What follows belongs to an exercise in optimizing a design on an open flow for small area, a short achievable clock period and few clock cycles; a production flow would make more cautious choices. At most, simulation tests tie the RTL to the original design; equivalence was not proved. Function not checked in run 8: the RTL went through the layout flow alone. Power figures rest on the tool's default switching activity, not on a simulated workload.

[design/flow/standard.sh]
#!/bin/bash
# synth_recipe.tcl (not shown) runs the flow's synth.tcl, then flattens the netlist and writes it again
# the make line also repeats each setting of config.mk as NAME=value (left out here)
make -C /OpenROAD-flow-scripts/flow DESIGN_CONFIG=/design/flow/config.mk WORK_HOME=/design/flow/orfs CLKGATE_MAP_FILE= SYNTH_SCRIPT=/design/flow/synth_recipe.tcl "${@:-finish}"
[design/flow/constraint.sdc]
create_clock -name core_clock -period 25.0 [get_ports {clk}]
set_input_delay 5.0000 -clock core_clock [delete_from_list [all_inputs] [get_ports {clk}]]
set_output_delay 5.0000 -clock core_clock [all_outputs]
set_load 0.01 [all_outputs]
[design/flow/flow/run.sh]
#!/bin/bash
# The standard layout, with two changes to how it is made:
#  - port buffers are sky130_fd_sc_hd__buf_1 instead of the default delay cell
#  - repair_timing aims for a large setup margin, so that the critical paths
#    are sized for a much shorter cycle than the 25 ns clock
# make's output goes to run_standard.log here; ORFS's own logs stay in orfs/logs.
set -euo pipefail
bash standard.sh \
  'BUFFER_PORTS_ARGS=-buffer_cell sky130_fd_sc_hd__buf_1' \
  SETUP_SLACK_MARGIN=19.0 \
  finish > run_standard.log 2>&1
[design/flow/config.mk]
export PLATFORM = sky130hd
export DESIGN_NAME = crc_engine
export DESIGN_NICKNAME = crc_engine
export VERILOG_FILES = /design/flow/design.v
export SDC_FILE = /design/flow/constraint.sdc
export NUM_CORES = 4
export LEC_CHECK = 0
export CAP_MARGIN = 20
export CORE_MARGIN = 2
export CORE_UTILIZATION = 30
export SETUP_SLACK_MARGIN = 1.0
export SLEW_MARGIN = 20
[design/flow/design.v]
module crc_engine (
    input  wire        clk,
    input  wire        rst_n,
    input  wire        start,
    input  wire [6:0]  cfg_width,        
    input  wire [63:0] cfg_poly,         
    input  wire [63:0] cfg_init,
    input  wire [63:0] cfg_xorout,
    input  wire        cfg_refin,
    input  wire        cfg_refout,
    input  wire [3:0]  cfg_prefix_len,   
    input  wire [63:0] cfg_prefix,
    input  wire [3:0]  cfg_suffix_len,   
    input  wire [63:0] cfg_suffix,
    input  wire        in_valid,
    input  wire [7:0]  in_data,
    input  wire        in_last,
    output reg         in_ready,
    output reg         busy,
    output reg         done,
    output reg  [63:0] result
);
    localparam [2:0] S_IDLE = 3'd0,
                     S_AL1  = 3'd1,
                     S_AL2  = 3'd2,
                     S_RUN  = 3'd3,
                     S_OUT  = 3'd4;
    reg [2:0]  state;
    reg        ld;           
    reg [3:0]  pre_left;     
    reg [3:0]  suf_left;     
    reg        got_last;     
    reg        data_done;    
    reg [7:0]  hb;           
    reg        hb_v;
    reg        hb_l;
    reg [7:0]  fr;           
    reg        use_hb;       
    reg [7:1]  mc;           
    reg [63:0] crc;          
    reg [63:0] poly;         
    reg [5:0]  rot;          
    reg        refin;
    reg        refout;
    reg [63:0] xorout;
    reg [63:0] prefix;
    reg [63:0] suffix;
    function [63:0] rev64(input [63:0] v);
        integer n;
        begin
            for (n = 0; n < 64; n = n + 1)
                rev64[n] = v[63 - n];
        end
    endfunction
    function [7:0] rev8(input [7:0] v);
        integer n;
        begin
            for (n = 0; n < 8; n = n + 1)
                rev8[n] = v[7 - n];
        end
    endfunction
    function [7:1] mcoef(input [63:57] ptop);
        integer d, e;
        reg [7:0] m;
        begin
            m[0] = 1'b1;
            for (d = 1; d < 8; d = d + 1) begin
                m[d] = 1'b0;
                for (e = 1; e <= d; e = e + 1)
                    m[d] = m[d] ^ (ptop[64 - e] & m[d - e]);
            end
            mcoef = m[7:1];
        end
    endfunction
    wire run     = (state == S_RUN);
    wire pre_ph  = (pre_left != 4'd0);
    wire suf_ph  = !pre_ph && data_done;
    wire step    = run && (!use_hb || hb_v);
    wire is_last = use_hb ? (hb_l && suf_left == 4'd0) : (suf_ph && suf_left == 4'd1);
    wire take    = in_valid && in_ready;
    reg  [63:0] rot_in;
    reg  [5:0]  rot_amt;
    always @* begin
        rot_amt = rot;
        if (state == S_AL1)
            rot_in = poly;
        else if (state == S_AL2)
            rot_in = crc;
        else if (refout) begin
            rot_in  = crc;
            rot_amt = 6'd0;
        end else
            rot_in = rev64(crc);
    end
    reg  [63:0] rot_out;
    integer r;
    always @* begin
        rot_out = rot_in;
        for (r = 0; r < 6; r = r + 1)
            if (rot_amt[r])
                rot_out = (rot_out >> (1 << r)) | (rot_out << (64 - (1 << r)));
    end
    wire [7:0] feed = use_hb ? hb : fr;
    wire [7:0] t    = crc[63:56] ^ feed;
    reg  [7:0]  fbv;
    reg  [63:0] crc_next;
    integer i, j;
    always @* begin
        for (i = 0; i < 8; i = i + 1) begin
            fbv[i] = t[i];
            for (j = i + 1; j < 8; j = j + 1)
                fbv[i] = fbv[i] ^ (mc[j - i] & t[j]);
        end
        crc_next = crc << 8;
        for (i = 0; i < 8; i = i + 1)
            crc_next = crc_next ^ ({64{fbv[i]}} & (poly << i));
    end
    reg [2:0] state_n;
    reg [3:0] pre_n, suf_n;
    reg       hb_v_n, got_last_n, data_done_n;
    always @* begin
        state_n     = state;
        pre_n       = pre_left;
        suf_n       = suf_left;
        hb_v_n      = hb_v;
        got_last_n  = got_last;
        data_done_n = data_done;
        if (state == S_AL1)
            state_n = S_AL2;
        if (state == S_AL2)
            state_n = S_RUN;
        if (step) begin
            if (is_last)
                state_n = S_OUT;
            if (pre_ph)
                pre_n = pre_left - 4'd1;
            else if (use_hb) begin
                hb_v_n = 1'b0;
                if (hb_l)
                    data_done_n = 1'b1;
            end else
                suf_n = suf_left - 4'd1;
        end
        if (take) begin
            hb_v_n     = 1'b1;
            got_last_n = in_last;
        end
        if (ld) begin
            state_n     = start ? S_AL1 : S_IDLE;
            hb_v_n      = 1'b0;
            got_last_n  = 1'b0;
            data_done_n = 1'b0;
        end
        if (!rst_n)
            state_n = S_IDLE;
    end
    wire busy_n   = (state_n == S_AL1) || (state_n == S_AL2) || (state_n == S_RUN);
    wire [3:0] pre_nn = ld ? cfg_prefix_len : pre_n;
    wire pre_ph_n = (pre_nn != 4'd0);
    always @(posedge clk) begin
        result    <= rev64(rot_out) ^ xorout;
        done      <= rst_n && (state == S_OUT);
        state     <= state_n;
        busy      <= busy_n;
        ld        <= !busy_n;
        in_ready  <= busy_n && !got_last_n && !(hb_v_n && (pre_ph_n || state_n != S_RUN));
        pre_left  <= pre_nn;
        suf_left  <= ld ? cfg_suffix_len : suf_n;
        hb_v      <= hb_v_n;
        got_last  <= got_last_n;
        data_done <= data_done_n;
        use_hb    <= !pre_ph_n && !data_done_n;
        mc        <= mcoef(poly[63:57]);
        if (pre_n != 4'd0)
            fr <= refin ? rev8(prefix[(pre_n - 4'd1) * 8 +: 8]) : prefix[(pre_n - 4'd1) * 8 +: 8];
        else
            fr <= refin ? rev8(suffix[(suf_n - 4'd1) * 8 +: 8]) : suffix[(suf_n - 4'd1) * 8 +: 8];
        if (ld) begin
            rot    <= cfg_width[5:0];
            refin  <= cfg_refin;
            refout <= cfg_refout;
            poly   <= cfg_poly;
            crc    <= cfg_init;
            xorout <= cfg_xorout;
            prefix <= cfg_prefix;
            suffix <= cfg_suffix;
        end else begin
            if (state == S_AL1)
                poly <= rot_out;
            if (state == S_AL2)
                crc <= rot_out;
            if (step)
                crc <= crc_next;
            if (take) begin
                hb   <= refin ? rev8(in_data) : in_data;
                hb_l <= in_last;
            end
        end
    end
endmodule
==> flow_summary_export.csv, run 1 <==
group,metric,value,unit
min_path,hold_path.startpoint,"xorout[17]$_DFFE_PP_",
sta,max_clock_freq,0.163,GHz
power,switchingPower,2.48,mW
sta,fin_crit,6.12,ns
power,vdd_drop_max,0.000152,V
setup_path,cp.arrival,1.12,ns
sta,fin_skew,0.0404,ns
route,wl_per_cell,23.8,µm
power,power.static_leakage,12.6,nW
setup_path,r2r_end,"crc[20]$_DFFE_PP_",
synth,synth_warnings,1,
synth,synth_area_leader_cell,"edfxtp_1",
global_route,grt_pass1_vias,25377,
sta,setup_viol,0,
route,first_pass_iters,6,
global_route,overflow,0,
power,intPower,2.87,mW
die,design.die.area,106000,µm²
setup_path,timing.rr.start,"state[0]$_DFF_P_",
sta,final.setup.tns,0,ns
synth,synthCells,3318,
sta,drv_slew,0,
setup_path,r2r_setup_slack,19.60,ns
outcome,status,"timing/DRC/antenna clean",
global_route,grt_max_degree,157,
clock_network,cts.clk_slew.worst_paths,0.06,ns
die,die_h,325,µm
min_path,worst_hold_path.endpoint,"result[17]$_DFF_P_",
route,final_antenna_net_count,0,
setup_path,slowest_delay,0.34,ns
die,ioPinCount,417,
min_path,worst_hold_path_type,"reg2reg",
die,coreArea,102000,µm²
power,seqPwrFrac,18.9,%
clock_network,numCtsBuffers,53,
min_path,holdPathStages,1,
synth,syn-mean-instance-area,9.31,µm²
setup_path,cp_slowest_cell,"dfxtp_2",
final_layout,final_nets,3898,
clock_network,clk_latency,0.68,ns
clock_network,cts_tree,"done",
clock_network,clock-sinks,435,
placement,place_inst,4850,
sta,slew_headroom,16.0,%
final_layout,fillCellCount,10521,
synth,synth_top_area_share,32.8,%
route,routed_wl,118000,µm
setup_path,rr_worst_depth,11,
synth,synth_area_leaders,"edfxtp_1 (33%), xnor2_1 (12%), nand2_1 (6.7%)",
global_route,grt_pass1_wl,172000,µm
placement,place_hpwl,84600,µm
final_layout,fin_cells,4951,
clock_network,clockBufferDepth,3,
synth,synthArstFlopShare,0,%
final_layout,drive_gt1_share,12.2,%
setup_path,cp.required,20.00,ns
job,max-cap-violations,0,
power,p_sw_share,46.4,%
synth,synth_cell_types,65,
placement,numPortBuffers,415,
clock_network,cts_hold_buf,0,
synth,synthFlopType,"edfxtp_1",
setup_path,path_class,"reg2out",
sta,tightest_slew,1.22,ns
synth,synth_seq_area_share,39.1,%
synth,syn_nets,3678,
sta,finalCritPeriodShare,24.5,%
synth,synth_seq_cells,435,
setup_path,critPathBufInv,1,
placement,gp_congestion,0.990,
global_route,antenna_found_initial,13,
synth,synth_edf_count,337,
route,drc_errors,0,
setup_path,worst_setup_path_start_kind,"flip-flop",
power,clock_power_share,15.0,%
setup_path,cp.depth,1,
synth,synth_area,30900,µm²
final_layout,syn_to_final_growth,15.1,%
route,drt_iter0_drc,2999,
route,viasPerCell,5.45,
die,fp.dieW,325,µm
die,placementRows,117,
power,power.share.combinational,66.0,%
route,vias,26998,
setup_path,crit_fanout,2,
clock_network,cts_max_level,2,
die,initial_core_util,30.3,%
power,power_density,151,nW/µm²
sta,hold_viol,0,
setup_path,critPathCaptureType,"output port",
clock_network,clk_root_buffer_cell,"clkbuf_16",
setup_path,path_cells,"buf_6",
global_route,grtUsageTotal,21.5,%
setup_path,crit_family,"flip-flops",
sta,rsz0062_at_grt,"true",
## per-stage QoR
stage	area, µm²	utilization, %	worst slack, ns	power, mW	hold slack [ns]
global placement	33400	32.8	18.69	4.45	0.430
global route	35600	34.9	18.81	5.72	0.452
finish	35600	34.9	18.88	5.36	0.439
detailed placement	33400	32.8	18.71	4.50	0.434
CTS	35400	34.7	18.80	5.35	0.442
floorplan	30900	-	19.06	3.84	0.398
## flip-flops by register name, summed over array words and instances, names as in the netlist, 3 cells and up
register	cells
pre_left	4
prefix	64
rot	6
hb	8
xorout	64
crc	64
suf_left	4
fr	8
suffix	64
state	3
poly	64
result	64
mc	7
## repair_timing
action / 4_1_cts / 5_1_grt
pin swaps: 0 / 0
resized for setup: 89 / 36
setup buffers: 1 / 0
gates cloned: 0 / 0
setup endpoints to repair: 67 / 67
## cell families after synthesis
family                     after synthesis  synth area share, %
muxes                                  133                 5.79
adders and majority gates               10                0.405
xor gates and xnor gates               529                 16.3
and+or+nand+nor                       1030                 15.3
buffers and inverters                  317                 4.44
AOI/OAI and AO/OA                      864                 18.6
DFF                                    435                 39.1
## layer usage
layer / vias to the layer above / GRT usage, % / share of wire (%)
li1: 12476 / - / -
met4: 18 / 9.39 / 4.8
met5: - / 0 / 0.094
met3: 228 / 5.10 / 7.9
met1: 13040 / 27.0 / 39
met2: 1236 / 35.3 / 48
## cell type report
type                            count  area (µm²)  share of cell area, %
Timing Repair Buffer              468        2220                   6.25
Sequential cell                   435       12100                   34.1
Inverter                           14        57.6                  0.162
Multi-Input combinational cell   2566       17600                   49.6
Clock inverter                     35         397                   1.12
Antenna cell                        1        2.50                0.00704
Tap cell                         1368        1710                   4.81
Clock buffer                       64        1410                   3.96
## how the worst max path moves through the flow
stage	startpoint	end
floorplan	cfg_prefix_len[2]	in_ready$_DFF_P_
global placement	cfg_prefix_len[2]	in_ready$_DFF_P_
detailed placement	in_valid	hb[3]$_DFFE_PP_
CTS	in_ready$_DFF_P_	in_ready
global route	in_ready$_DFF_P_	in_ready
finish	in_ready$_DFF_P_	in_ready
## power by group through the flow
stage / registers [mW] / logic (mW) / clock network (mW)
after floorplan: 0.982 / 2.86 / 0
after global placement: 1.02 / 3.43 / 0
after detailed placement: 1.02 / 3.48 / 0
after CTS: 1.01 / 3.52 / 0.827
after global routing: 1.03 / 3.84 / 0.858
final: 1.01 / 3.54 / 0.804
## placed cells by master (no fill, tap or decap), drive strengths merged, types with 6 or more instances in the layout
master and n:
and3 61, buf 468, o21ai 75, clkbuf 64, ha 10, and2 18, o221ai 20, mux2i 78
a31oi 10, edfxtp 337, a22oi 136, a2bb2oi 57, clkinv 21, mux4 32, xor2 75, inv 19
a22o 6, xnor2 444, nand2 579, nand3 73, or4 57, o2bb2ai 28, xnor3 9, dfxtp 98
mux2 23, a221o 7, o221a 45, nor2 152, o32ai 30, a21oi 367, nor4 67, nor2b 6
o21bai 65
## cell usage after synthesis, types with 3 or more instances
cell       instances
nand2_1          549
xnor2_1          409
a21oi_1          367
edfxtp_1         337
clkbuf_1         200
nor2_1           151
a22oi_1          136
dfxtp_1           98
mux2i_1           75
xor2_1            75
nand3_1           73
o21ai_0           72
nor4_1            67
o21bai_1          65
and3_1            61
a2bb2oi_1         57
or4_1             57
buf_1             50
o221a_2           45
xnor2_2           35
mux4_2            32
buf_2             31
o32ai_1           30
o2bb2ai_1         28
mux2_2            23
o221ai_1          20
nand2_2           19
and2_1            18
buf_4             13
inv_1             12
nand2_4           11
a31oi_1           10
ha_1              10
xnor3_1            8
a221o_1            7
a22o_1             6
buf_6              6
nor2b_1            6
a211oi_1           5
nand2b_1           5
nor3b_1            4
buf_12             3
o21a_1             3
o21ai_1            3
Testbench counts, summed over its fixed seeds: cycles 16,503.
==> run 2, diff against run 1 <==
--- a/design/flow/config.mk
+++ b/design/flow/config.mk
@@ -8,5 +8,7 @@
 export CAP_MARGIN = 20
 export CORE_MARGIN = 2
 export CORE_UTILIZATION = 30
+export CTS_CLUSTER_DIAMETER = 100
+export CTS_CLUSTER_SIZE = 30
 export SETUP_SLACK_MARGIN = 1.0
 export SLEW_MARGIN = 20
==> flow_summary_export.csv, run 2 <==
group,metric,value,unit
outcome,status,"timing/DRC/antenna clean",
global_route,globalRouteMet1Util,26.9,%
final_layout,final_cell_mix,"nand2_1 (548), xnor2_1 (406), a21oi_1 (366), buf_1 (348), edfxtp_1 (337)",
final_layout,final_common_cell,"nand2_1",
synth,yosys.area_share.simple,15.3,%
synth,synth.top_cells.by_count,"nand2_1 (549), xnor2_1 (409), a21oi_1 (367)",
power,vdd_drop_max,0.000151,V
final_layout,syn_to_final_growth,12.9,%
power,power.static_leakage,12.2,nW
synth,synth_area_leader_cell,"edfxtp_1",
setup_path,crit_fanout,2,
synth,yosysMostFrequentCell,"nand2_1",
sta,max_clock_freq,0.163,GHz
setup_path,cp_slowest_cell,"dfxtp_2",
final_layout,fillCellCount,10581,
global_route,use_met2,35.3,%
clock_network,clock-sinks,435,
sta,rsz0062_at_grt,"true",
clock_network,cts.clk_slew.worst_paths,0.11,ns
setup_path,slowest_delay,0.34,ns
synth,synth_area,30900,µm²
power,power_density,147,nW/µm²
route,viasPerCell,5.46,
placement,place_hpwl,84600,µm
clock_network,numCtsBuffers,28,
die,design.die.area,106000,µm²
route,drc_errors,0,
synth,synth_warnings,1,
sta,finalCritPeriodShare,24.6,%
setup_path,path_cells,"buf_6",
die,fp.dieW,325,µm
min_path,holdPathStages,1,
clock_network,clk_root_buffer_cell,"clkbuf_16",
setup_path,cp.required,20.00,ns
die,initial_core_util,30.3,%
setup_path,worst_setup_path_start_kind,"flip-flop",
synth,synth_top_area_share,32.8,%
global_route,grt_pass1_wl,170000,µm
sta,fin_skew,0.0374,ns
route,routed_wl,117000,µm
global_route,grt_pass1_vias,25008,
setup_path,rr_worst_depth,11,
route,drt_iter0_drc,3045,
clock_network,cts_tree,"done",
sta,fin_crit,6.14,ns
synth,synthFlopType,"edfxtp_1",
die,coreArea,102000,µm²
clock_network,cts_max_level,1,
final_layout,drive_gt1_share,11.3,%
setup_path,cp.arrival,1.14,ns
job,max-cap-violations,0,
synth,syn_nets,3678,
sta,final.setup.tns,0,ns
synth,synth_seq_cells,435,
synth,synthArstFlopShare,0,%
synth,synthCells,3318,
setup_path,cp.depth,1,
min_path,worst_hold_path_type,"reg2reg",
setup_path,path_class,"reg2out",
sta,hold_viol,0,
synth,synth_seq_area_share,39.1,%
global_route,met3_usage,4.04,%
setup_path,critPathCaptureType,"output port",
placement,numPortBuffers,415,
setup_path,crit_family,"flip-flops",
die,die_h,325,µm
final_layout,final_nets,3873,
global_route,grt_max_degree,157,
setup_path,critPathBufInv,1,
clock_network,clockBufferDepth,3,
synth,synthAdderAreaFrac,0.405,%
clock_network,cts_hold_buf,0,
sta,drv_slew,0,
sta,tightest_slew,1.25,ns
final_layout,fin_util,34.2,%
placement,gp_congestion,0.990,
clock_network,clk_latency,0.67,ns
global_route,antenna_found_initial,13,
route,vias,26781,
global_route,grtUsageTotal,21.2,%
sta,slew_headroom,16.3,%
synth,synth_edf_count,337,
route,first_pass_iters,7,
synth,syn-mean-instance-area,9.31,µm²
synth,synth_compound_area_share,18.6,%
route,final_antenna_net_count,0,
global_route,busiest_layer,"met2",
synth,synth_top_family_by_area,"compound AO/OA/AOI/OAI gates",
die,placementRows,117,
synth,synth_cell_types,65,
global_route,overflow,0,
route,wl_per_cell,23.8,µm
die,ioPinCount,417,
synth,synthXorXnorAreaFrac,16.3,%
synth,synthMuxAreaShare,5.79,%
synth,synth_area_leaders,"edfxtp_1 (33%), xnor2_1 (12%), nand2_1 (6.7%)",
sta,setup_viol,0,
==> run 2: logic make-up (layout without fill, tap and decap cells) <==
group                    Yosys count  in the layout
AO/OA/AOI/OAI                    864            864
XOR/XNOR                         529            529
adder cells (fa/ha/maj)           10             10
buffers and inverters            317            534
flip-flops                       435            435
multiplexers                     133            133
other                              0              1
AND/OR/NAND/NOR                 1030           1030
==> run 2: repair_timing <==
item / CTS / global route
resized for setup: 87 / 34
buffers inserted: 1 / 0
setup endpoints to repair: 67 / 67
==> run 2: area by class of cell <==
type	count	area (µm²)	share of cell area (%)
inverter	14	57.6	0.165
tap	1368	1710	4.91
clock inverter	22	444	1.27
clock buffer	30	708	2.03
antenna	1	2.50	0.00717
multi-input combinational	2566	17600	50.5
timing repair buffer	468	2210	6.33
sequential	435	12100	34.7
==> run 2: routing by layer <==
metal | share of wire, % | vias to the layer above
met5 | 0.098 | -
met4 | 4.7 | 18
met3 | 8.0 | 221
met2 | 48 | 1206
met1 | 39 | 12934
li1 | - | 12402
==> run 2: final timing paths <==
path,startpoint,to,slack (ns)
worst max register to register,state[0]$_DFF_P_,crc[20]$_DFFE_PP_,19.60
worst max-delay path,in_ready$_DFF_P_,in_ready,18.86
worst min register to register,xorout[62]$_DFFE_PP_,result[62]$_DFF_P_,0.42
worst min-delay path,xorout[62]$_DFFE_PP_,result[62]$_DFF_P_,0.42
==> run 2: report_power, final <==
| group | internal, mW | switching [mW] | leakage [nW] |
|---|---|---|---|
| clock | 0.249 | 0.330 | 0.535 |
| sequential | 0.903 | 0.109 | 4.24 |
| combinational | 1.51 | 2.02 | 7.43 |
==> run 2: per-stage QoR <==
stage               total power [mW]  instances  hold slack [ns]  area (µm²)  setup slack [ns]
floorplan                       3.84       3318            0.398       30900             19.06
global placement                4.45       4850            0.430       33400             18.69
detailed placement              4.50       4850            0.434       33400             18.71
CTS                             5.12       4903            0.420       34700             18.80
global route                    5.48       4904            0.430       34900             18.80
finish                          5.12       4904            0.416       34900             18.86
==> run 3, diff against run 2 <==
--- a/design/flow/config.mk
+++ b/design/flow/config.mk
@@ -7,8 +7,8 @@
 export LEC_CHECK = 0
 export CAP_MARGIN = 20
 export CORE_MARGIN = 2
-export CORE_UTILIZATION = 30
+export CORE_UTILIZATION = 50
 export CTS_CLUSTER_DIAMETER = 100
-export CTS_CLUSTER_SIZE = 30
+export CTS_CLUSTER_SIZE = 20
 export SETUP_SLACK_MARGIN = 1.0
 export SLEW_MARGIN = 20
==> flow_summary_export.csv, run 3 <==
group,metric,value,unit
outcome,status,"timing/DRC/antenna clean",
setup_path,critPathCaptureType,"output port",
clock_network,clockBufferDepth,3,
min_path,worst_hold_path_type,"reg2reg",
global_route,globalRouteMet1Util,44.6,%
clock_network,numCtsBuffers,28,
global_route,grt_pass1_wl,167000,µm
setup_path,crit_family,"flip-flops",
setup_path,crit_fanout,2,
min_path,hold_path.startpoint,"xorout[59]$_DFFE_PP_",
placement,numPortBuffers,415,
sta,final.setup.tns,0,ns
synth,synth_seq_cells,435,
synth,synth.top_cells.by_count,"nand2_1 (549), xnor2_1 (409), a21oi_1 (367)",
synth,syn-mean-instance-area,9.31,µm²
die,initial_core_util,50.3,%
synth,synthCells,3318,
route,vias,27219,
final_layout,final_nets,3882,
die,ioPinCount,417,
route,routed_wl,115000,µm
final_layout,final_cell_mix,"nand2_1 (548), xnor2_1 (406), a21oi_1 (366), buf_1 (348), edfxtp_1 (337)",
placement,gp_congestion,1.01,
synth,synth_seq_area_share,39.1,%
die,die_h,253,µm
die,coreArea,61400,µm²
sta,rsz0062_at_grt,"true",
die,design.die.area,63800,µm²
clock_network,cts_tree,"done",
power,p_total,5.15,mW
synth,synth_cell_types,65,
final_layout,drive_gt1_share,11.4,%
placement,place_hpwl,83900,µm
sta,setup_viol,0,
synth,synth_area_leader_cell,"edfxtp_1",
job,max-cap-violations,0,
placement,post_dp_cell_area,32800,µm²
clock_network,cts.clk_slew.worst_paths,0.09,ns
clock_network,cts_hold_buf,0,
final_layout,syn_to_final_growth,10.2,%
clock_network,clock-sinks,435,
sta,drv_slew,0,
global_route,use_met2,56.0,%
setup_path,path_class,"reg2out",
setup_path,cp.required,20.00,ns
setup_path,crit_start,"in_ready$_DFF_P_",
setup_path,cp.arrival,1.12,ns
global_route,antenna_found_initial,2,
final_layout,final_common_cell,"nand2_1",
sta,max_clock_freq,0.163,GHz
setup_path,timing.rr.start,"use_hb$_DFF_P_",
global_route,busiest_layer,"met2",
final_layout,diodes,0,
synth,syn_nets,3678,
global_route,grt_max_degree,124,
synth,synth_edf_count,337,
synth,synth_top_area_share,32.8,%
setup_path,path_cells,"buf_6",
route,viasPerCell,6.28,
setup_path,cp_slowest_cell,"dfxtp_2",
global_route,grtUsageTotal,35.0,%
global_route,overflow,0,
sta,fin_crit,6.12,ns
synth,synth_warnings,1,
die,fp.dieW,253,µm
clock_network,clk_latency,0.65,ns
sta,tightest_slew,1.22,ns
sta,hold_viol,0,
route,final_antenna_net_count,0,
setup_path,slowest_delay,0.36,ns
synth,synth_area_leaders,"edfxtp_1 (33%), xnor2_1 (12%), nand2_1 (6.7%)",
global_route,met3_usage,6.54,%
sta,finalCritPeriodShare,24.5,%
setup_path,critPathBufInv,1,
route,first_pass_iters,6,
route,wl_per_cell,26.5,µm
synth,synthArstFlopShare,0,%
synth,yosysMostFrequentCell,"nand2_1",
clock_network,clk_root_buffer_cell,"clkbuf_16",
global_route,grt_pass1_vias,25468,
power,vdd_drop_max,0.000158,V
sta,slew_headroom,16.4,%
power,power.static_leakage,12.2,nW
sta,fin_skew,0.0480,ns
power,power_density,151,nW/µm²
final_layout,stdcell_area,34000,µm²
final_layout,fin_util,55.4,%
synth,synthFlopType,"edfxtp_1",
route,drt_iter0_drc,3243,
die,placementRows,91,
clock_network,cts_max_level,1,
synth,synth_area,30900,µm²
route,drc_errors,0,
setup_path,worst_setup_path_start_kind,"flip-flop",
-- run 3: routing by layer --
layer / vias up / part of all wire, %
met3: 266 / 8.3
li1: 12421 / -
met1: 13170 / 38
met2: 1358 / 47
met5: - / 0.022
met4: 4 / 6.5
-- run 3: logic make-up after synthesis --
family / share of synthesized area [%]
buffers and inverters: 4.44
AND/OR/NAND/NOR: 15.3
AO/OA/AOI/OAI: 18.6
adder cells (fa/ha/maj): 0.405
XOR/XNOR: 16.3
flip-flops: 39.1
multiplexers: 5.79
-- run 3: worst paths after layout --
check	cells after the start	slack [ns]	end
max	1	18.88	in_ready
min	1	0.42	result[59]$_DFF_P_
max reg2reg	12	19.51	crc[28]$_DFFE_PP_
min reg2reg	1	0.42	result[59]$_DFF_P_
-- run 3: final cells by class --
| class | count | area (µm²) |
|---|---|---|
| clock buffers | 43 | 767 |
| multi-input cells | 2566 | 17600 |
| fillers | 5497 | 27300 |
| clock inverters | 8 | 114 |
| flip-flops and latches | 435 | 12100 |
| repair buffers | 477 | 2370 |
| inverters | 14 | 57.6 |
| well taps | 790 | 988 |
-- run 3: through the flow --
step                hold slack [ns]  cells  setup slack [ns]
floorplan                     0.398   3318             19.06
global route                  0.438   4333             18.85
finish                        0.419   4333             18.88
global placement              0.434   4278             18.63
CTS                           0.432   4331             18.86
detailed placement            0.435   4279             18.63
-- run 3: where the power goes --
group / switching [mW] / internal (mW)
Clock: 0.267 / 0.219
Combinational: 2.10 / 1.54
Sequential: 0.119 / 0.905
Total: 2.49 / 2.66
-- run 3: repair_timing --
action,CTS,global route
resized for setup,103,42
setup buffers,1,1
setup endpoints to repair,67,67
endpoints found under the hold margin,0,0
==> run 4, diff against run 3 <==
--- a/design/flow/flow/run.sh
+++ b/design/flow/flow/run.sh
@@ -7,5 +7,5 @@
 set -euo pipefail
 bash standard.sh \
   'BUFFER_PORTS_ARGS=-buffer_cell sky130_fd_sc_hd__buf_1' \
-  SETUP_SLACK_MARGIN=19.0 \
+  SETUP_SLACK_MARGIN=18.6 \
   finish > run_standard.log 2>&1
--- a/design/flow/config.mk
+++ b/design/flow/config.mk
@@ -7,8 +7,6 @@
 export LEC_CHECK = 0
 export CAP_MARGIN = 20
 export CORE_MARGIN = 2
-export CORE_UTILIZATION = 50
-export CTS_CLUSTER_DIAMETER = 100
-export CTS_CLUSTER_SIZE = 20
+export CORE_UTILIZATION = 30
 export SETUP_SLACK_MARGIN = 1.0
 export SLEW_MARGIN = 20
==> flow_summary_export.csv, run 4 <==
group,metric,value,unit
route,final_antenna_net_count,0,
die,initial_core_util,30.3,%
power,power_density,151,nW/µm²
sta,slew_headroom,13.6,%
sta,setup_slack,18.74,ns
setup_path,path_cells,"buf_1",
synth,syn_nets,3678,
die,coreArea,102000,µm²
setup_path,worst_setup_path_start_kind,"flip-flop",
synth,synth_warnings,1,
placement,numPortBuffers,415,
final_layout,final_nets,3897,
synth,synth_edf_count,337,
synth,synth_area_leader_cell,"edfxtp_1",
synth,synth_seq_cells,435,
synth,yosysMostFrequentCell,"nand2_1",
clock_network,cts_max_level,2,
global_route,use_met2,35.3,%
final_layout,stdcell_area,35300,µm²
final_layout,seqCellArea,12100,µm²
clock_network,cts_resized,0,
sta,final.setup.tns,0,ns
synth,synth.top_cells.by_count,"nand2_1 (549), xnor2_1 (409), a21oi_1 (367)",
sta,rsz0062_at_grt,"false",
placement,place_inst,4850,
setup_path,cp_slowest_cell,"dfxtp_1",
synth,synth_cell_types,65,
die,ioPinCount,417,
placement,post_dp_cell_area,33400,µm²
sta,whs,0.440,ns
global_route,grt_max_degree,157,
clock_network,cts.clk_slew.worst_paths,0.06,ns
global_route,busiest_layer,"met2",
job,max-cap-violations,0,
route,wl_per_cell,23.8,µm
clock_network,clk_latency,0.68,ns
setup_path,path_class,"reg2out",
clock_network,clock-sinks,435,
clock_network,cts_hold_buf,0,
setup_path,cp.arrival,1.26,ns
final_layout,fin_cells,4950,
sta,fin_skew,0.0399,ns
synth,synth_area_leaders,"edfxtp_1 (33%), xnor2_1 (12%), nand2_1 (6.7%)",
power,clock_power_share,15.1,%
min_path,worst_hold_path_type,"reg2reg",
sta,setup_viol,0,
clock_network,postCtsSetupBuffers,0,
die,die_h,325,µm
global_route,grt_pass1_wl,172000,µm
setup_path,crit_family,"flip-flops",
global_route,globalRouteMet1Util,27.0,%
power,switchingPower,2.48,mW
power,intPower,2.84,mW
power,p_sw_share,46.6,%
synth,synthCells,3318,
sta,drv_slew,0,
synth,synth_top_area_share,32.8,%
outcome,status,"timing/DRC/antenna clean",
power,seqPwrFrac,19.0,%
route,first_pass_iters,6,
power,power.share.combinational,65.9,%
die,fp.dieW,325,µm
final_layout,final_cell_mix,"nand2_1 (548), buf_1 (415), xnor2_1 (406), a21oi_1 (366), edfxtp_1 (337)",
final_layout,syn_to_final_growth,14.2,%
setup_path,cp.required,20.00,ns
setup_path,crit_fanout,3,
power,power.static_leakage,12.3,nW
final_layout,multi_input_area,17600,µm²
clock_network,cts_tree,"done",
route,vias,26903,
die,placementRows,117,
global_route,grtUsageTotal,21.5,%
placement,dp_slack,18.71,ns
route,drt_iter0_drc,3106,
placement,gp_congestion,0.990,
setup_path,critPathBufInv,1,
sta,hold_viol,0,
route,drc_errors,0,
synth,synthArstFlopShare,0,%
setup_path,slowest_delay,0.35,ns
global_route,antenna_found_initial,13,
synth,synth_seq_area_share,39.1,%
global_route,grt_pass1_vias,25326,
synth,syn-mean-instance-area,9.31,µm²
setup_path,critPathCaptureType,"output port",
route,routed_wl,118000,µm
placement,place_hpwl,84600,µm
die,design.die.area,106000,µm²
clock_network,numCtsBuffers,53,
global_route,overflow,0,
final_layout,fin_util,34.6,%
clock_network,clk_root_buffer_cell,"clkbuf_16",
sta,max_clock_freq,0.160,GHz
synth,synth_area,30900,µm²
power,p_total,5.32,mW
sta,fin_crit,6.26,ns
final_layout,fillCellCount,10555,
synth,synthFlopType,"edfxtp_1",
route,viasPerCell,5.43,
final_layout,final_common_cell,"nand2_1",
global_route,met3_usage,5.02,%
sta,tightest_slew,1.26,ns
clock_network,clockBufferDepth,3,
power,vdd_drop_max,0.000152,V
sta,finalCritPeriodShare,25.0,%
final_layout,drive_gt1_share,9.52,%
==> run 4: cell counts after synthesis <==
No cell type changed its count.
==> run 4: path summary, 6_finish.rpt <==
| path | slack [ns] | startpoint | endpoint | depth (start not counted) |
|---|---|---|---|---|
| hold reg to reg | 0.44 | xorout[58]$_DFFE_PP_ | result[58]$_DFF_P_ | 1 |
| setup reg to reg | 19.59 | state[0]$_DFF_P_ | crc[20]$_DFFE_PP_ | 11 |
| hold / removal | 0.44 | xorout[58]$_DFFE_PP_ | result[58]$_DFF_P_ | 1 |
| setup / recovery | 18.74 | in_ready$_DFF_P_ | in_ready | 1 |
==> run 4: logic make-up after synthesis <==
logic type / synth area share (%)
compound gates: 18.6
buf+inv: 4.44
simple gates: 15.3
flops: 39.1
xor+xnor: 16.3
mux: 5.79
fa+ha+maj: 0.405
==> run 4: cell type report <==
cell class              instances  area share, %
diodes                          1        0.00710
clock buffers                  64           4.00
clock inverters                35           1.12
inverters                      14          0.163
multi-input cells            2566           50.0
flip-flops and latches        435           34.3
well taps                    1368           4.85
repair buffers                467           5.56
==> run 4: power groups by stage <==
stage / Combinational [mW] / Clock, mW / Sequential [mW]
3_3_place_gp: 3.43 / 0 / 1.02
5_1_grt: 3.81 / 0.858 / 1.02
4_1_cts: 3.50 / 0.827 / 1.01
2_1_floorplan: 2.86 / 0 / 0.982
6_report: 3.51 / 0.804 / 1.01
3_5_place_dp: 3.48 / 0 / 1.02
==> run 4: metal layers <==
metal | vias to the layer above | part of all wire [%]
li1 | 12475 | -
met1 | 12960 | 39
met2 | 1224 | 48
met3 | 226 | 8.4
met4 | 18 | 4.8
met5 | - | 0.094
==> run 5, diff against run 4 <==
--- a/design/flow/design.v
+++ b/design/flow/design.v
@@ -101,19 +101,17 @@
                 rot_out = (rot_out >> (1 << r)) | (rot_out << (64 - (1 << r)));
     end
     wire [7:0] feed = use_hb ? hb : fr;
-    wire [7:0] t    = crc[63:56] ^ feed;
-    reg  [7:0]  fbv;
     reg  [63:0] crc_next;
-    integer i, j;
+    reg         fb;
+    integer i;
     always @* begin
-        for (i = 0; i < 8; i = i + 1) begin
-            fbv[i] = t[i];
-            for (j = i + 1; j < 8; j = j + 1)
-                fbv[i] = fbv[i] ^ (mc[j - i] & t[j]);
+        crc_next = crc;
+        for (i = 7; i >= 0; i = i - 1) begin
+            fb       = crc_next[63] ^ feed[i];
+            crc_next = crc_next << 1;
+            if (fb)
+                crc_next = crc_next ^ poly;
         end
-        crc_next = crc << 8;
-        for (i = 0; i < 8; i = i + 1)
-            crc_next = crc_next ^ ({64{fbv[i]}} & (poly << i));
     end
     reg [2:0] state_n;
     reg [3:0] pre_n, suf_n;
@@ -170,7 +168,6 @@
         got_last  <= got_last_n;
         data_done <= data_done_n;
         use_hb    <= !pre_ph_n && !data_done_n;
-        mc        <= mcoef(poly[63:57]);
         if (pre_n != 4'd0)
             fr <= refin ? rev8(prefix[(pre_n - 4'd1) * 8 +: 8]) : prefix[(pre_n - 4'd1) * 8 +: 8];
         else
--- a/design/flow/flow/run.sh
+++ b/design/flow/flow/run.sh
@@ -7,5 +7,5 @@
 set -euo pipefail
 bash standard.sh \
   'BUFFER_PORTS_ARGS=-buffer_cell sky130_fd_sc_hd__buf_1' \
-  SETUP_SLACK_MARGIN=18.6 \
+  SETUP_SLACK_MARGIN=19.0 \
   finish > run_standard.log 2>&1
==> flow_summary_export.csv, run 5 <==
group,metric,value,unit
outcome,status,"timing/DRC/antenna clean",
synth,synth_area_leader_cell,"edfxtp_1",
min_path,hold_path.startpoint,"xorout[51]$_DFFE_PP_",
clock_network,clock-sinks,428,
setup_path,timing.rr.start,"use_hb$_DFF_P_",
setup_path,critPathCaptureType,"output port",
synth,synth_edf_count,337,
clock_network,cts_max_level,2,
power,clock_power_share,11.3,%
final_layout,syn_to_final_growth,16.1,%
power,intPower,3.94,mW
route,wl_per_cell,23.5,µm
final_layout,final_nets,3649,
setup_path,slowest_delay,0.32,ns
final_layout,seqCellArea,12000,µm²
setup_path,cp.required,20.00,ns
sta,drv_slew,0,
synth,yosysMostFrequentCell,"nand2_1",
synth,synth_compound_area_share,11.3,%
synth,synth_seq_cells,428,
synth,syn_nets,3409,
power,power.static_leakage,14.2,nW
clock_network,cts_hold_buf,0,
route,first_pass_iters,6,
setup_path,path_class,"reg2out",
setup_path,cp_slowest_cell,"dfxtp_2",
sta,slew_headroom,17.9,%
sta,hold_viol,0,
sta,fin_skew,0.0314,ns
clock_network,clockBufferDepth,3,
synth,synth_top_area_share,33.2,%
synth,yosys.area_share.simple,11.2,%
synth,synthCells,3051,
route,vias,24289,
final_layout,fillCellCount,10191,
clock_network,clk_latency,0.63,ns
setup_path,crit_start,"in_ready$_DFF_P_",
placement,post_dp_cell_area,33100,µm²
final_layout,stdcell_area,35400,µm²
global_route,antenna_found_initial,26,
synth,synth_seq_area_share,39.2,%
sta,finalCritPeriodShare,24.3,%
setup_path,crit_family,"flip-flops",
placement,gp_congestion,0.930,
clock_network,numCtsBuffers,48,
clock_network,clk_root_buffer_cell,"clkbuf_16",
clock_network,cts.clk_slew.worst_paths,0.07,ns
synth,synth_area_leaders,"edfxtp_1 (33%), mux2i_1 (9.9%), xnor2_1 (9.5%)",
route,viasPerCell,5.18,
global_route,grtUsageTotal,20.6,%
final_layout,final_common_cell,"nand2_1",
synth,synthMuxAreaShare,16.3,%
final_layout,final_cell_mix,"nand2_1 (563), buf_1 (348), edfxtp_1 (337), xnor2_1 (323), mux2i_1 (298)",
die,fp.dieW,323,µm
power,p_sw_share,42.5,%
placement,place_inst,4594,
power,switchingPower,2.91,mW
sta,setup_viol,0,
global_route,grt_pass1_wl,159000,µm
die,ioPinCount,417,
route,drt_iter0_drc,2455,
route,drc_errors,0,
setup_path,critPathBufInv,1,
final_layout,fin_cells,4692,
global_route,grt_pass1_vias,23071,
die,coreArea,100000,µm²
global_route,overflow,0,
power,seqPwrFrac,15.3,%
placement,numPortBuffers,415,
route,final_antenna_net_count,0,
final_layout,drive_gt1_share,14.8,%
power,vdd_drop_max,0.000233,V
sta,fin_crit,6.07,ns
synth,synthXorXnorAreaFrac,18.0,%
final_layout,multi_input_area,17600,µm²
die,die_h,323,µm
die,placementRows,116,
synth,synth_top_family_by_area,"XOR/XNOR gates",
global_route,grt_max_degree,188,
setup_path,path_cells,"buf_6",
synth,synthAdderAreaFrac,0.329,%
min_path,worst_hold_path_type,"reg2reg",
sta,final.setup.tns,0,ns
setup_path,worst_setup_path_start_kind,"flip-flop",
synth,synth_cell_types,70,
die,design.die.area,104000,µm²
synth,synth.top_cells.by_count,"nand2_1 (569), edfxtp_1 (337), xnor2_1 (330)",
sta,max_clock_freq,0.165,GHz
synth,synth_warnings,1,
power,power_density,194,nW/µm²
setup_path,crit_fanout,2,
sta,rsz0062_at_grt,"true",
die,initial_core_util,30.3,%
route,routed_wl,110000,µm
power,power.share.combinational,73.3,%
setup_path,cp.arrival,1.07,ns
synth,synthFlopType,"edfxtp_1",
sta,whs,0.431,ns
synth,synthArstFlopShare,0,%
placement,place_hpwl,78900,µm
clock_network,cts_tree,"done",
synth,syn-mean-instance-area,9.98,µm²
job,max-cap-violations,0,
synth,synth_area,30500,µm²
sta,tightest_slew,1.20,ns
[run 5: cell types whose count changed after synthesis, moves of 63 or more]
cell,before,now
or2_2,1,68
nor4_1,67,3
o31ai_1,1,64
o21bai_1,65,1
xnor2_1,409,330
mux2i_1,75,300
mux2_2,23,105
a21oi_1,367,174
[run 5: logic make-up (layout without fill, tap and decap cells)]
logic type,Yosys count,count (layout)
compound gates,545,545
xor+xnor,524,524
fa+ha+maj,8,8
buf+inv,287,562
flops,428,428
mux,440,440
other cells,0,6
simple gates,819,822
[run 5: repair_timing]
action	4_1_cts	5_1_grt
pin swaps	2	0
hold endpoints to repair	0	0
cloned	3	0
buffers inserted	0	1
resized for setup	167	29
setup endpoints to repair	131	124
[run 5: per-stage QoR]
| step | power [mW] | setup slack [ns] | utilization [%] |
|---|---|---|---|
| after floorplan | 4.98 | 19.09 | - |
| after global placement | 5.86 | 18.32 | 33.0 |
| after detailed placement | 5.91 | 18.19 | 33.0 |
| after CTS | 6.83 | 18.87 | 35.1 |
| after global routing | 7.22 | 18.89 | 35.2 |
| final | 6.84 | 18.93 | 35.2 |
[run 5: final cells by class]
type / instances / area share [%]
antenna: 6 / 0.0425
clock buffer: 54 / 3.46
clock inverter: 34 / 1.32
inverter: 18 / 0.191
multi-input combinational: 2339 / 49.7
sequential: 428 / 34.0
tap: 1357 / 4.80
timing repair buffer: 456 / 6.48
[run 5: final timing paths]
path	cells after the start	slack (ns)	end
hold / removal	1	0.43	result[51]$_DFF_P_
setup / recovery	1	18.93	in_ready
setup reg to reg	15	19.21	crc[6]$_DFFE_PP_
hold reg to reg	1	0.43	result[51]$_DFF_P_
[run 5: power by group through the flow]
stage | combinational [mW] | clock, mW | sequential [mW]
2_1_floorplan | 3.99 | 0 | 0.993
3_3_place_gp | 4.82 | 0 | 1.04
4_1_cts | 5.00 | 0.789 | 1.04
6_report | 5.02 | 0.775 | 1.05
5_1_grt | 5.35 | 0.813 | 1.06
3_5_place_dp | 4.87 | 0 | 1.04
[run 5: per-layer routing]
layer  GRT usage (%)  share of wire, %  vias up
met5               0              0.13        -
met4            7.62               3.8       22
met3            3.10               6.9      181
met2            32.8                46      989
met1            28.3                43    11923
li1                -                 -    11174
Testbench counts of run 5, summed over its fixed seeds: cycles 16,503.
==> run 6, diff against run 5 <==
--- a/design/flow/config.mk
+++ b/design/flow/config.mk
@@ -7,6 +7,8 @@
 export LEC_CHECK = 0
 export CAP_MARGIN = 20
 export CORE_MARGIN = 2
-export CORE_UTILIZATION = 30
+export CORE_UTILIZATION = 65
+export CTS_CLUSTER_DIAMETER = 100
+export CTS_CLUSTER_SIZE = 20
 export SETUP_SLACK_MARGIN = 1.0
 export SLEW_MARGIN = 20
==> flow_summary_export.csv, run 6 <==
group,metric,value,unit
die,initial_core_util,65.7,%
clock_network,cts_max_level,1,
outcome,status,"timing/DRC/antenna clean",
placement,numPortBuffers,415,
setup_path,cp.required,20.00,ns
clock_network,clk_latency,0.62,ns
final_layout,final_nets,3621,
final_layout,syn_to_final_growth,9.88,%
synth,syn_nets,3409,
synth,yosys.area_share.simple,11.2,%
sta,slew_headroom,15.1,%
job,max-cap-violations,0,
sta,rsz0062_at_grt,"true",
sta,drv_slew,0,
sta,tightest_slew,1.24,ns
synth,synth_area_leader_cell,"edfxtp_1",
setup_path,rr_worst_depth,16,
sta,whs,0.440,ns
synth,synth_compound_area_share,11.3,%
setup_path,cp_slowest_cell,"dfxtp_2",
global_route,grtUsageTotal,38.7,%
setup_path,r2r_end,"crc[33]$_DFFE_PP_",
final_layout,final_common_cell,"nand2_1",
sta,fin_crit,6.09,ns
power,power.static_leakage,13.7,nW
power,vdd_drop_max,0.000657,V
sta,hold_viol,0,
placement,dp_slack,18.32,ns
placement,place_hpwl,68400,µm
route,drt_iter0_drc,3588,
clock_network,clockBufferDepth,3,
global_route,grt_pass1_wl,141000,µm
setup_path,critPathCaptureType,"output port",
synth,synthMuxAreaShare,16.3,%
final_layout,fillCellCount,3259,
sta,setup_slack,18.91,ns
route,viasPerCell,6.35,
sta,finalCritPeriodShare,24.4,%
final_layout,drive_gt1_share,13.5,%
synth,synthXorXnorAreaFrac,18.0,%
clock_network,cts_tree,"done",
synth,synthArstFlopShare,0,%
power,power_density,193,nW/µm²
synth,synth_seq_area_share,39.2,%
route,wl_per_cell,24.9,µm
setup_path,crit_family,"flip-flops",
global_route,antenna_found_initial,4,
synth,yosysMostFrequentCell,"nand2_1",
die,coreArea,46400,µm²
route,routed_wl,97100,µm
die,design.die.area,48600,µm²
synth,syn-mean-instance-area,9.98,µm²
clock_network,cts.clk_slew.worst_paths,0.08,ns
sta,fin_skew,0.0338,ns
global_route,grt_pass1_vias,23118,
synth,synth.top_cells.by_count,"nand2_1 (569), edfxtp_1 (337), xnor2_1 (330)",
synth,synth_area,30500,µm²
sta,final.setup.tns,0,ns
global_route,overflow,0,
clock_network,cts_hold_buf,0,
setup_path,cp.depth,1,
route,first_pass_iters,6,
synth,synthFlopType,"edfxtp_1",
synth,synth_seq_cells,428,
route,drc_errors,0,
die,fp.dieW,220,µm
setup_path,worst_setup_path_start_kind,"flip-flop",
sta,max_clock_freq,0.164,GHz
clock_network,clk_root_buffer_cell,"clkbuf_16",
synth,synth_top_area_share,33.2,%
synth,synth_warnings,1,
setup_path,crit_start,"in_ready$_DFF_P_",
sta,setup_viol,0,
setup_path,cp.arrival,1.09,ns
clock_network,numCtsBuffers,26,
power,p_total,6.46,mW
synth,synthAdderAreaFrac,0.329,%
synth,synth_cell_types,70,
setup_path,timing.rr.start,"use_hb$_DFF_P_",
synth,synth_edf_count,337,
setup_path,path_class,"reg2out",
synth,synth_area_leaders,"edfxtp_1 (33%), mux2i_1 (9.9%), xnor2_1 (9.5%)",
setup_path,critPathBufInv,1,
final_layout,final_cell_mix,"nand2_1 (563), buf_1 (348), edfxtp_1 (337), xnor2_1 (323), mux2i_1 (296)",
route,final_antenna_net_count,0,
setup_path,slowest_delay,0.36,ns
synth,synth_top_family_by_area,"XOR/XNOR gates",
die,ioPinCount,417,
die,die_h,220,µm
setup_path,path_cells,"buf_6",
min_path,worst_hold_path_type,"reg2reg",
route,vias,24726,
clock_network,clock-sinks,428,
final_layout,fin_util,72.2,%
synth,synthCells,3051,
global_route,grt_max_degree,168,
setup_path,crit_end,"in_ready",
die,placementRows,79,
min_path,holdPathStages,1,
setup_path,r2r_setup_slack,19.22,ns
placement,gp_congestion,1.03,
setup_path,crit_fanout,2,
-- run 6: power by group --
part	switching [mW]	total [mW]	internal [mW]
registers	0.139	1.05	0.915
logic	2.38	4.95	2.57
clock network	0.250	0.451	0.201
-- run 6: layer usage --
layer / wire length (µm) / share of wire (%) / track usage (%) / vias to the layer above
met2: 42100 / 43 / 56.8 / 1493
met5: 13 / 0.013 / 0 / -
li1: - / - / - / 11085
met3: 11200 / 11 / 9.06 / 171
met4: 3380 / 3.5 / 12.9 / 2
met1: 40400 / 42 / 56.7 / 11975
-- run 6: cells by family after synthesis --
kind of cell	after synthesis
simple gates	819
compound gates	545
xor+xnor	524
mux	440
flops	428
buf+inv	287
fa+ha+maj	8
-- run 6: timing repair --
item,CTS,global route
pin swaps,0,0
setup endpoints to repair,131,128
gates resized for setup,134,45
setup buffers,0,2
-- run 6: per-stage QoR --
| step | area (µm²) | cells |
|---|---|---|
| floorplan | 30500 | 3051 |
| global placement | 32100 | 3838 |
| detailed placement | 32200 | 3839 |
| CTS | 33200 | 3887 |
| global route | 33500 | 3891 |
| finish | 33500 | 3896 |
-- run 6: final cells by class --
cell class,count,area [µm²],area share (%)
multi-input combinational,2336,17600,52.5
sequential,428,12000,35.9
timing repair buffer,453,2260,6.75
tap,607,759,2.27
clock buffer,44,718,2.15
clock inverter,4,68.8,0.206
inverter,18,68.8,0.206
antenna,6,15.0,0.0449
-- run 6: worst min-delay path by stage --
stage                               from                 end  slack (ns)
detailed placement  xorout[27]$_DFFE_PP_  result[27]$_DFF_P_        0.43
global placement    xorout[15]$_DFFE_PP_  result[15]$_DFF_P_        0.43
finish              xorout[42]$_DFFE_PP_  result[42]$_DFF_P_        0.44
CTS                 xorout[52]$_DFFE_PP_  result[52]$_DFF_P_        0.44
global route        xorout[48]$_DFFE_PP_  result[48]$_DFF_P_        0.45
floorplan            xorout[0]$_DFFE_PP_   result[0]$_DFF_P_        0.43
==> run 7, diff against run 6 <==
--- a/design/flow/config.mk
+++ b/design/flow/config.mk
@@ -7,7 +7,7 @@
 export LEC_CHECK = 0
 export CAP_MARGIN = 20
 export CORE_MARGIN = 2
-export CORE_UTILIZATION = 65
+export CORE_UTILIZATION = 50
 export CTS_CLUSTER_DIAMETER = 100
 export CTS_CLUSTER_SIZE = 20
 export SETUP_SLACK_MARGIN = 1.0
==> flow_summary_export.csv, run 7 <==
group,metric,value,unit
sta,hold_viol,0,
final_layout,final_common_cell,"nand2_1",
final_layout,final_cell_mix,"nand2_1 (563), buf_1 (348), edfxtp_1 (337), xnor2_1 (322), mux2i_1 (292)",
setup_path,crit_fanout,1,
synth,synth.top_cells.by_count,"nand2_1 (569), edfxtp_1 (337), xnor2_1 (330)",
synth,synth_seq_cells,428,
route,drt_iter0_drc,2767,
min_path,worst_hold_path_type,"reg2reg",
setup_path,worst_setup_path_start_kind,"flip-flop",
die,die_h,251,µm
sta,setup_viol,0,
synth,synth_edf_count,337,
synth,synth_compound_area_share,11.3,%
synth,synth_area_leaders,"edfxtp_1 (33%), mux2i_1 (9.9%), xnor2_1 (9.5%)",
route,wl_per_cell,24.5,µm
power,power_density,194,nW/µm²
setup_path,path_class,"reg2out",
synth,synth_top_area_share,33.2,%
setup_path,critPathBufInv,1,
die,placementRows,90,
setup_path,slowest_delay,0.32,ns
final_layout,fillCellCount,5291,
sta,final.setup.tns,0,ns
route,final_antenna_net_count,0,
sta,slew_headroom,11.2,%
clock_network,cts_hold_buf,0,
synth,yosysMostFrequentCell,"nand2_1",
global_route,grt_max_degree,113,
final_layout,final_nets,3621,
synth,synthCells,3051,
final_layout,syn_to_final_growth,10.9,%
sta,fin_crit,6.09,ns
clock_network,cts_tree,"done",
clock_network,clk_latency,0.63,ns
die,design.die.area,62900,µm²
sta,fin_skew,0.0311,ns
sta,finalCritPeriodShare,24.4,%
placement,gp_congestion,0.959,
route,first_pass_iters,8,
synth,synthMuxAreaShare,16.3,%
synth,synthXorXnorAreaFrac,18.0,%
placement,post_dp_cell_area,32300,µm²
sta,drv_slew,0,
global_route,antenna_found_initial,5,
outcome,status,"timing/DRC/antenna clean",
setup_path,critPathCaptureType,"output port",
synth,yosys.area_share.simple,11.2,%
final_layout,drive_gt1_share,13.6,%
global_route,grt_pass1_vias,22660,
clock_network,cts.clk_slew.worst_paths,0.09,ns
setup_path,cp.arrival,1.09,ns
die,initial_core_util,50.6,%
final_layout,stdcell_area,33800,µm²
sta,max_clock_freq,0.164,GHz
global_route,overflow,0,
power,vdd_drop_max,0.000334,V
job,max-cap-violations,0,
synth,synth_area_leader_cell,"edfxtp_1",
placement,numPortBuffers,415,
die,fp.dieW,251,µm
setup_path,cp.required,20.00,ns
clock_network,clk_root_buffer_cell,"clkbuf_16",
synth,synth_area,30500,µm²
synth,synth_warnings,1,
route,vias,24100,
sta,tightest_slew,1.29,ns
placement,place_hpwl,70500,µm
synth,syn_nets,3409,
setup_path,crit_family,"flip-flops",
synth,synth_top_family_by_area,"XOR/XNOR gates",
global_route,grtUsageTotal,30.6,%
synth,syn-mean-instance-area,9.98,µm²
clock_network,cts_max_level,1,
die,coreArea,60200,µm²
power,power.static_leakage,13.7,nW
sta,rsz0062_at_grt,"true",
clock_network,numCtsBuffers,28,
setup_path,path_cells,"buf_2",
synth,synth_cell_types,70,
die,ioPinCount,417,
clock_network,clockBufferDepth,3,
synth,synthAdderAreaFrac,0.329,%
global_route,grt_pass1_wl,146000,µm
route,viasPerCell,5.92,
route,drc_errors,0,
clock_network,clock-sinks,428,
route,routed_wl,99600,µm
synth,synthArstFlopShare,0,%
setup_path,cp_slowest_cell,"dfxtp_1",
synth,synthFlopType,"edfxtp_1",
synth,synth_seq_area_share,39.2,%
## run 7: cell types whose count changed in the layout (fill, tap and decap cells not counted), moves of 6 or more
cell / delta
dfxtp_1: +6
buf_4: -9
dfxtp_2: -6
buf_2: +6
## run 7: area by class of cell
class,instances,area [µm²],share of cell area (%)
Antenna cell,2,5.00,0.0148
Clock buffer,43,757,2.24
Clock inverter,9,121,0.359
Inverter,18,68.8,0.204
Multi-Input combinational cell,2338,17600,52.1
Sequential cell,428,12000,35.5
Tap cell,782,978,2.90
Timing Repair Buffer,449,2230,6.61
## run 7: final timing paths
path              cells past startpoint  slack (ns)            endpoint            startpoint
setup / recovery                      1       18.91          result[34]    result[34]$_DFF_P_
hold / removal                        1        0.43  result[45]$_DFF_P_  xorout[45]$_DFFE_PP_
hold reg to reg                       1        0.43  result[45]$_DFF_P_  xorout[45]$_DFFE_PP_
setup reg to reg                     15       19.25   crc[25]$_DFFE_PP_        use_hb$_DFF_P_
## run 7: cells by family after synthesis
family,after synthesis
mux,440
buf+inv,287
xor+xnor,524
flops,428
fa+ha+maj,8
simple gates,819
compound gates,545
## run 7: through the flow
| stage | hold slack [ns] | power, mW | std cells | setup WS (ns) | utilization, % |
|---|---|---|---|---|---|
| floorplan | 0.428 | 4.98 | 3051 | 19.09 | - |
| global placement | 0.433 | 5.77 | 4008 | 18.37 | 53.6 |
| detailed placement | 0.435 | 5.85 | 4008 | 18.26 | 53.7 |
| CTS | 0.430 | 6.48 | 4061 | 18.88 | 55.7 |
| global route | 0.439 | 6.94 | 4068 | 18.88 | 56.1 |
| finish | 0.432 | 6.57 | 4069 | 18.91 | 56.1 |
## run 7: what timing repair did
item | in CTS | in global routing
gates cloned | 1 | 2
setup buffers | 0 | 2
resized for setup | 145 | 33
pin swaps | 0 | 2
endpoints found under the setup margin | 131 | 131
## run 7: power breakdown
group | switching (mW) | internal (mW) | total [mW] | leakage [nW]
clock | 0.267 | 0.218 | 0.486 | 0.421
combinational | 2.46 | 2.58 | 5.04 | 9.08
sequential | 0.133 | 0.913 | 1.05 | 4.22
## run 7: layer usage
metal | wire (µm) | global-route usage [%]
met1 | 44800 | 45.8
met2 | 43900 | 45.9
met3 | 8980 | 6.21
met4 | 1890 | 6.24
met5 | 0 | 0
==> run 8, diff against run 7 <==
--- a/design/flow/design.v
+++ b/design/flow/design.v
@@ -36,7 +36,6 @@
     reg        hb_l;
     reg [7:0]  fr;           
     reg        use_hb;       
-    reg [7:1]  mc;           
     reg [63:0] crc;          
     reg [63:0] poly;         
     reg [5:0]  rot;          
@@ -59,19 +58,6 @@
                 rev8[n] = v[7 - n];
         end
     endfunction
-    function [7:1] mcoef(input [63:57] ptop);
-        integer d, e;
-        reg [7:0] m;
-        begin
-            m[0] = 1'b1;
-            for (d = 1; d < 8; d = d + 1) begin
-                m[d] = 1'b0;
-                for (e = 1; e <= d; e = e + 1)
-                    m[d] = m[d] ^ (ptop[64 - e] & m[d - e]);
-            end
-            mcoef = m[7:1];
-        end
-    endfunction
     wire run     = (state == S_RUN);
     wire pre_ph  = (pre_left != 4'd0);
     wire suf_ph  = !pre_ph && data_done;
@@ -86,10 +72,7 @@
             rot_in = poly;
         else if (state == S_AL2)
             rot_in = crc;
-        else if (refout) begin
-            rot_in  = crc;
-            rot_amt = 6'd0;
-        end else
+        else
             rot_in = rev64(crc);
     end
     reg  [63:0] rot_out;
@@ -156,7 +139,7 @@
     wire [3:0] pre_nn = ld ? cfg_prefix_len : pre_n;
     wire pre_ph_n = (pre_nn != 4'd0);
     always @(posedge clk) begin
-        result    <= rev64(rot_out) ^ xorout;
+        result    <= (refout ? rev64(crc) : rev64(rot_out)) ^ xorout;
         done      <= rst_n && (state == S_OUT);
         state     <= state_n;
         busy      <= busy_n;
--- a/design/flow/config.mk
+++ b/design/flow/config.mk
@@ -7,7 +7,7 @@
 export LEC_CHECK = 0
 export CAP_MARGIN = 20
 export CORE_MARGIN = 2
-export CORE_UTILIZATION = 50
+export CORE_UTILIZATION = 65
 export CTS_CLUSTER_DIAMETER = 100
 export CTS_CLUSTER_SIZE = 20
 export SETUP_SLACK_MARGIN = 1.0
==> flow_summary_export.csv, run 8 <==
group,metric,value,unit
clock_network,numCtsBuffers,25,
route,vias,24199,
die,ioPinCount,417,
die,fp.dieW,217,µm
placement,gp_congestion,0.963,
global_route,use_met2,58.6,%
global_route,antenna_found_initial,2,
setup_path,path_cells,"buf_6",
clock_network,clk_latency,0.59,ns
synth,synthArstFlopShare,0,%
global_route,grt_pass1_wl,133000,µm
clock_network,cts_max_level,1,
synth,synth_top_area_share,34.3,%
sta,tightest_slew,1.16,ns
synth,synth_cell_types,72,
synth,synth_seq_area_share,40.4,%
synth,synth_top_family_by_area,"XOR/XNOR gates",
sta,drv_slew,0,
final_layout,drive_gt1_share,8.88,%
synth,synth_warnings,1,
synth,synth_seq_cells,428,
clock_network,clk_root_buffer_cell,"clkbuf_16",
sta,max_clock_freq,0.165,GHz
synth,synthAdderAreaFrac,0.339,%
setup_path,crit_family,"flip-flops",
die,placementRows,78,
synth,yosysMostFrequentCell,"nand2_1",
placement,numPortBuffers,415,
setup_path,critPathCaptureType,"output port",
setup_path,cp_slowest_cell,"dfxtp_2",
power,power_density,175,nW/µm²
placement,post_dp_cell_area,31100,µm²
clock_network,clockBufferDepth,3,
outcome,status,"timing/DRC/antenna clean",
setup_path,rr_worst_depth,18,
setup_path,r2r_setup_slack,19.35,ns
setup_path,cp.arrival,1.07,ns
global_route,grt_pass1_vias,23048,
route,routed_wl,87800,µm
job,max-cap-violations,0,
route,final_antenna_net_count,0,
synth,syn_nets,3425,
final_layout,final_nets,3627,
clock_network,cts_hold_buf,0,
min_path,holdPathStages,1,
global_route,globalRouteMet1Util,51.8,%
setup_path,timing.rr.start,"use_hb$_DFF_P_",
die,coreArea,45100,µm²
setup_path,path_class,"reg2out",
sta,setup_viol,0,
setup_path,worst_setup_path_start_kind,"flip-flop",
power,power.static_leakage,12.2,nW
global_route,met3_usage,5.95,%
placement,place_hpwl,63400,µm
final_layout,fin_util,71.5,%
setup_path,slowest_delay,0.37,ns
min_path,worst_hold_path.endpoint,"result[62]$_DFF_P_",
route,drt_iter0_drc,3584,
final_layout,final_common_cell,"nand2_1",
setup_path,crit_fanout,1,
setup_path,critPathBufInv,1,
global_route,grtUsageTotal,36.5,%
min_path,hold_path.startpoint,"xorout[62]$_DFFE_PP_",
final_layout,syn_to_final_growth,9.10,%
synth,synthCells,3067,
synth,synthXorXnorAreaFrac,17.7,%
die,design.die.area,47200,µm²
synth,syn-mean-instance-area,9.63,µm²
synth,synth_edf_count,337,
synth,synth_compound_area_share,11.4,%
clock_network,cts.clk_slew.worst_paths,0.09,ns
global_route,busiest_layer,"met2",
synth,synth_area_leader_cell,"edfxtp_1",
clock_network,clock-sinks,428,
global_route,grt_max_degree,201,
clock_network,cts_tree,"done",
route,wl_per_cell,22.6,µm
die,initial_core_util,65.5,%
setup_path,cp.required,20.00,ns
route,first_pass_iters,10,
sta,hold_viol,0,
global_route,overflow,0,
synth,synthFlopType,"edfxtp_1",
sta,slew_headroom,21.8,%
synth,yosys.area_share.simple,11.5,%
sta,whs,0.431,ns
synth,synthMuxAreaShare,13.9,%
final_layout,stdcell_area,32200,µm²
sta,rsz0062_at_grt,"true",
route,viasPerCell,6.22,
sta,final.setup.tns,0,ns
power,vdd_drop_max,0.000311,V
sta,finalCritPeriodShare,24.3,%
die,die_h,217,µm
min_path,worst_hold_path_type,"reg2reg",
final_layout,final_cell_mix,"nand2_1 (703), xnor2_1 (439), buf_1 (348), edfxtp_1 (337), mux2i_1 (228)",
route,drc_errors,0,
synth,synth_area_leaders,"edfxtp_1 (34%), xnor2_1 (13%), nand2_1 (8.9%)",
sta,fin_skew,0.0142,ns
synth,synth.top_cells.by_count,"nand2_1 (703), xnor2_1 (444), edfxtp_1 (337)",
sta,fin_crit,6.07,ns
setup_path,r2r_end,"crc[33]$_DFFE_PP_",
synth,synth_area,29500,µm²
run 8: changes by cell type after synthesis, moves of 59 or more:
cell      change
a22oi_1      -67
o21ai_0     +112
o31ai_1      -64
a21oi_1     -107
xnor2_1     +114
or2_2        -66
inv_1        +62
a222oi_1     +63
nand2_1     +134
mux2_2       -75
mux2i_1      -72
xnor3_1      -59
o22ai_1      +71
run 8: worst max path at each step:
stage | startpoint | endpoint | slack (ns) | cells after the start
after global placement | use_hb$_DFF_P_ | crc[37]$_DFFE_PP_ | 18.59 | 18
after CTS | result[17]$_DFF_P_ | result[17] | 18.92 | 1
after floorplan | cfg_prefix_len[0] | in_ready$_DFF_P_ | 19.10 | 8
after detailed placement | use_hb$_DFF_P_ | crc[1]$_DFFE_PP_ | 18.43 | 18
after global routing | result[16]$_DFF_P_ | result[16] | 18.91 | 1
final | result[16]$_DFF_P_ | result[16] | 18.93 | 1
run 8: cell type report:
class                      count  area, µm²
tap                          600        751
clock inverter                 2       31.3
multi-input combinational   2287      16300
clock buffer                  44        707
timing repair buffer         447       2120
sequential                   428      12000
inverter                      80        300
antenna                        2       5.00
fill                        3335      12900
run 8: timing repair:
action	CTS	global route
setup buffers	0	0
gates resized for setup	105	38
endpoints found under the setup margin	131	131
hold endpoints to repair	0	0
run 8: kinds of logic after synthesis:
| family | count (synthesis) |
|---|---|
| simple gates | 869 |
| xor+xnor | 581 |
| compound gates | 505 |
| flops | 428 |
| buf+inv | 352 |
| mux | 324 |
| fa+ha+maj | 8 |
run 8: per-layer routing:
metal  up-vias  part of all wire [%]
met5         -                     0
met4         0                   2.8
met3       111                    10
met2      1356                    47
met1     11684                    40
li1      11048                     -
run 8: power by group:
part           switching [mW]  total, mW  internal, mW  leakage [nW]
Sequential              0.111      0.994         0.883          4.21
Combinational            2.29       4.21          1.93          7.63
Clock                   0.236      0.431         0.195         0.352
Total                    2.63       5.64          3.00          12.2
run 8: through the flow:
stage          total power [mW]  setup slack (ns)  instances
6_report                   5.64             18.93       3890
3_5_place_dp               5.07             18.43       3842
5_1_grt                    6.00             18.91       3890
3_3_place_gp               5.01             18.59       3842
4_1_cts                    5.56             18.92       3888
2_1_floorplan              4.44             19.10       3067

port drivers added, routing unchanged:
The flow's constraints put no driver on any port. The routed layouts listed below were extracted and timed again, unchanged, in two steps. Step 1, drivers: a clkbuf_16 drives clk and a buf_2 each remaining input, both assumed. Step 2 adds t to the input delays and takes it off the output delays; t is the mean of the earliest and latest rising clock arrival at the registers after step 1. Input paths then give back, and output paths get back, about the clock's delay inside the block. a / b / c = ideal / step 1 / step 2; a / b = the first two.
| run | shift t [ns] | setup slack, ns | hold slack, ns |
|---|---|---|---|
| run 1 | 0.721 | 18.878 / 18.816 / 18.660 | 0.439 / 0.439 / 0.439 |
| run 2 | 0.716 | 18.861 / 18.800 / 18.678 | 0.416 / 0.416 / 0.416 |
| run 3 | 0.701 | 18.884 / 18.814 / 18.585 | 0.419 / 0.419 / 0.419 |
| run 4 | 0.722 | 18.739 / 18.677 / 18.684 | 0.440 / 0.440 / 0.440 |
| run 5 | 0.686 | 18.929 / 18.858 / 18.698 | 0.431 / 0.431 / 0.431 |
| run 6 | 0.668 | 18.912 / 18.850 / 18.803 | 0.440 / 0.440 / 0.440 |
| run 7 | 0.682 | 18.911 / 18.846 / 18.812 | 0.432 / 0.432 / 0.432 |
| run 8 | 0.645 | 18.935 / 18.873 / 18.720 | 0.431 / 0.431 / 0.431 |
After both steps setup and hold are still met in every run listed. For run 3, which loses most, drivers alone change the setup slack by -0.070 ns; drivers and shift together by -0.299 ns.
